Background: an optimization exercise with open tools, aiming at small area, a short achievable clock period and few clock cycles per item. Do not read the settings as production practice. In this exercise RTL edits were held to simulation tests only and were not proved equivalent to the original.

## sha256_lane
module sha256_lane (
    input  wire         clk,
    input  wire         rst_n,    
    input  wire         start,    
    input  wire         first,    
    input  wire [511:0] block,    
    output wire         ready,
    output reg          done,
    output wire [255:0] digest    
);
Settings: LEC_CHECK=0, CAP_MARGIN=20, CORE_MARGIN=2, CORE_UTILIZATION=40, SLEW_MARGIN=20; clock period 9.5 ns.
run.sh (not shown) runs the stock make flow with config.mk's settings and CLKGATE_MAP_FILE= SYNTH_SCRIPT=/design/flow/synth_recipe.tcl, a recipe that flattens the netlist after the stock synthesis.
Testbench counts at the start, summed over its fixed seeds: cycles 50,136, blocks 783.
==> next run, changes <==
==> flow/flow/run.sh (new file) <==
#!/bin/bash
# Standard layout, but with the smallest buffer on the ports (every port
# still gets its own buffer); each tool's output stays in orfs/logs.
set -euo pipefail
bash standard.sh BUFFER_PORTS_ARGS="-buffer_cell sky130_fd_sc_hd__buf_1" finish > standard_make.log 2>&1
==> flow/standard.sh (new file) <==
#!/bin/bash
# synth_recipe.tcl (not shown) runs the flow's synth.tcl, then flattens the netlist and writes it again
# the make line also repeats each setting of config.mk as NAME=value (left out here)
make -C /OpenROAD-flow-scripts/flow DESIGN_CONFIG=/design/flow/config.mk WORK_HOME=/design/flow/orfs CLKGATE_MAP_FILE= SYNTH_SCRIPT=/design/flow/synth_recipe.tcl "${@:-finish}"
--- a/flow/config.mk
+++ b/flow/config.mk
@@ -10 +10,3 @@
-export CORE_UTILIZATION = 40
+export CORE_UTILIZATION = 60
+export PLACE_DENSITY = 0.75
+export SETUP_SLACK_MARGIN = 5
removed: flow/run.sh
The changed run passed the timing, DRC and antenna checks.
Utilization is higher by 23 points.
Fmax is higher by 22%.
Worst hold slack hardly moves.
Setup slack gains 1100 ps.
Non-clock buffer count is higher by 149.
Final area is lower by 3.4%.
Clock-buffer cell count is lower by 45.
==> next run, changes <==
==> flow/run.sh (new file) <==
#!/bin/bash
# synth_recipe.tcl (not shown) runs the flow's synth.tcl, then flattens the netlist and writes it again
# the make line also repeats each setting of config.mk as NAME=value (left out here)
make -C /OpenROAD-flow-scripts/flow DESIGN_CONFIG=/design/flow/config.mk WORK_HOME=/design/flow/orfs CLKGATE_MAP_FILE= SYNTH_SCRIPT=/design/flow/synth_recipe.tcl finish
--- a/flow/config.mk
+++ b/flow/config.mk
@@ -10,3 +10,2 @@
-export CORE_UTILIZATION = 60
-export PLACE_DENSITY = 0.75
-export SETUP_SLACK_MARGIN = 5
+export CORE_UTILIZATION = 40
+export SETUP_SLACK_MARGIN = 4.5
removed: flow/flow/run.sh
removed: flow/standard.sh
The new run passed the timing, DRC and antenna checks.
Sequential share of layout area decreases by 2.0 points.
Fmax fell by a few percent.
Wire length goes up by a few percent.
Core utilization shrinks by 22 points.
Clock skew rises by 17 ps.
Flip-flop and latch count is unchanged.
Die area is higher by well over a third.
Count of clock-buffer cells in the layout climbs by 28.
==> next run, changes <==
==> flow/flow/run.sh (new file) <==
#!/bin/bash
# Standard layout, but with the smallest buffer on the ports (every port
# still gets its own buffer); each tool's output stays in orfs/logs.
set -euo pipefail
bash standard.sh BUFFER_PORTS_ARGS="-buffer_cell sky130_fd_sc_hd__buf_1" finish > standard_make.log 2>&1
==> flow/standard.sh (new file) <==
#!/bin/bash
# synth_recipe.tcl (not shown) runs the flow's synth.tcl, then flattens the netlist and writes it again
# the make line also repeats each setting of config.mk as NAME=value (left out here)
make -C /OpenROAD-flow-scripts/flow DESIGN_CONFIG=/design/flow/config.mk WORK_HOME=/design/flow/orfs CLKGATE_MAP_FILE= SYNTH_SCRIPT=/design/flow/synth_recipe.tcl "${@:-finish}"
--- a/flow/config.mk
+++ b/flow/config.mk
@@ -11 +11,2 @@
-export SETUP_SLACK_MARGIN = 4.5
+export CTS_BUF_LIST = sky130_fd_sc_hd__clkbuf_4 sky130_fd_sc_hd__clkbuf_8
+export SETUP_SLACK_MARGIN = 5
removed: flow/run.sh
Effect: Clock skew increases by 41 ps. Hold slack loses 22 ps. Worst setup slack gains 220 ps. Sequential cell count does not change. Design area decreases by 3.4%. Sequential share of layout area increases by 1.4 points. Final cell count increases by 2.6%. Global-route usage decreases by 0.39 points. Utilization decreases by 1.7 points.
==> next run, changes <==
==> flow/run.sh (new file) <==
#!/bin/bash
# synth_recipe.tcl (not shown) runs the flow's synth.tcl, then flattens the netlist and writes it again
# the make line also repeats each setting of config.mk as NAME=value (left out here)
make -C /OpenROAD-flow-scripts/flow DESIGN_CONFIG=/design/flow/config.mk WORK_HOME=/design/flow/orfs CLKGATE_MAP_FILE= SYNTH_SCRIPT=/design/flow/synth_recipe.tcl finish
--- a/flow/config.mk
+++ b/flow/config.mk
@@ -11 +10,0 @@
-export CTS_BUF_LIST = sky130_fd_sc_hd__clkbuf_4 sky130_fd_sc_hd__clkbuf_8
removed: flow/flow/run.sh
removed: flow/standard.sh
Non-clock buffer count is lower by 13.
Count of clock-buffer cells in the layout went down by 106.
Final area climbs by 6.4%.
==> next run, changes <==
==> flow/flow/run.sh (new file) <==
#!/bin/bash
# Standard layout, but with the smallest buffer on the ports (every port
# still gets its own buffer); each tool's output stays in orfs/logs.
set -euo pipefail
bash standard.sh BUFFER_PORTS_ARGS="-buffer_cell sky130_fd_sc_hd__buf_1" finish > standard_make.log 2>&1
==> flow/standard.sh (new file) <==
#!/bin/bash
# synth_recipe.tcl (not shown) runs the flow's synth.tcl, then flattens the netlist and writes it again
# the make line also repeats each setting of config.mk as NAME=value (left out here)
make -C /OpenROAD-flow-scripts/flow DESIGN_CONFIG=/design/flow/config.mk WORK_HOME=/design/flow/orfs CLKGATE_MAP_FILE= SYNTH_SCRIPT=/design/flow/synth_recipe.tcl "${@:-finish}"
removed: flow/run.sh
Routed wire length goes down by 2.4%.
Worst setup slack improves by 12 ps.

* * *

sha256_lane, a different RTL version from the one above (not shown whole).
Size: roughly 5,400 cells after synthesis, roughly 0.056 mm^2 of cells after synthesis.
Settings: LEC_CHECK=0, CAP_MARGIN=20, CORE_MARGIN=2, CORE_UTILIZATION=40, SETUP_SLACK_MARGIN=5, SLEW_MARGIN=20; clock period 9.5 ns.
standard.sh (not shown) runs the stock make flow with config.mk's settings and CLKGATE_MAP_FILE= SYNTH_SCRIPT=/design/flow/synth_recipe.tcl, a recipe that flattens the netlist after the stock synthesis.
==> flow/flow/run.sh <==
#!/bin/bash
# Standard layout, but with the smallest buffer on the ports (every port
# still gets its own buffer); each tool's output stays in orfs/logs.
set -euo pipefail
bash standard.sh BUFFER_PORTS_ARGS="-buffer_cell sky130_fd_sc_hd__buf_1" finish > standard_make.log 2>&1
Testbench counts at the start, summed over its fixed seeds: cycles 50,136, blocks 783.
==> next run, changes <==
--- a/flow/config.mk
+++ b/flow/config.mk
@@ -11,2 +11,3 @@
 export SETUP_SLACK_MARGIN = 5
 export SLEW_MARGIN = 20
+export TNS_END_PERCENT = 10
Effect: Global-route usage is higher by 0.12 points; critical path depth is unchanged; sequential cell count is unchanged; via count is about the same; synthesized area is unchanged; worst hold slack stays flat; routed wire length is higher slightly; cell count is lower slightly; register-to-register slack loses 0.14 ns; sequential share of layout area is higher by 0.45 points.
==> next run, changes <==
--- a/flow/config.mk
+++ b/flow/config.mk
@@ -9,5 +9,6 @@
 export CORE_MARGIN = 2
 export CORE_UTILIZATION = 40
+export CTS_CLUSTER_DIAMETER = 60
+export CTS_CLUSTER_SIZE = 30
 export SETUP_SLACK_MARGIN = 5
 export SLEW_MARGIN = 20
-export TNS_END_PERCENT = 10
Result:
- critical path depth grows by 5
- setup slack is better by 0.13 ns

[port drivers added, routing unchanged]
How much do the figures lean on ideal ports? The routed layouts below were timed once more, with nothing changed but the port constraints.
Step 1: set_driving_cell puts a clkbuf_16 on clk and a buf_2 on each other input, an assumption about the parent block.
Step 2 times the ports against the registers' clock, not the clock port: input delays grow and output delays shrink by t, the midpoint of the rising clock arrivals with the driver on.
a / b / c = no drivers / after step 1 / after step 2; a / b = the first two.
run	shift t [ns]	setup slack, ns	pins driven straight from the clock port
the first run of note 1	0.847	3.556 / 3.556 / 3.556	1
the second run of note 1	0.784	4.624 / 4.624 / 4.624	1
the third run of note 1	0.847	4.523 / 4.523 / 4.523	1
the fourth run of note 1	1.004	4.742 / 4.742 / 4.742	1
the fifth run of note 1	0.859	4.659 / 4.659 / 4.659	1
the sixth run of note 1	0.860	4.671 / 4.671 / 4.671	1
the first run of note 2	0.808	4.490 / 4.490 / 4.490	1
the second run of note 2	0.823	4.354 / 4.354 / 4.354	1
the third run of note 2	0.801	4.482 / 4.482 / 4.482	1
After both steps setup and hold are still met in every run listed.
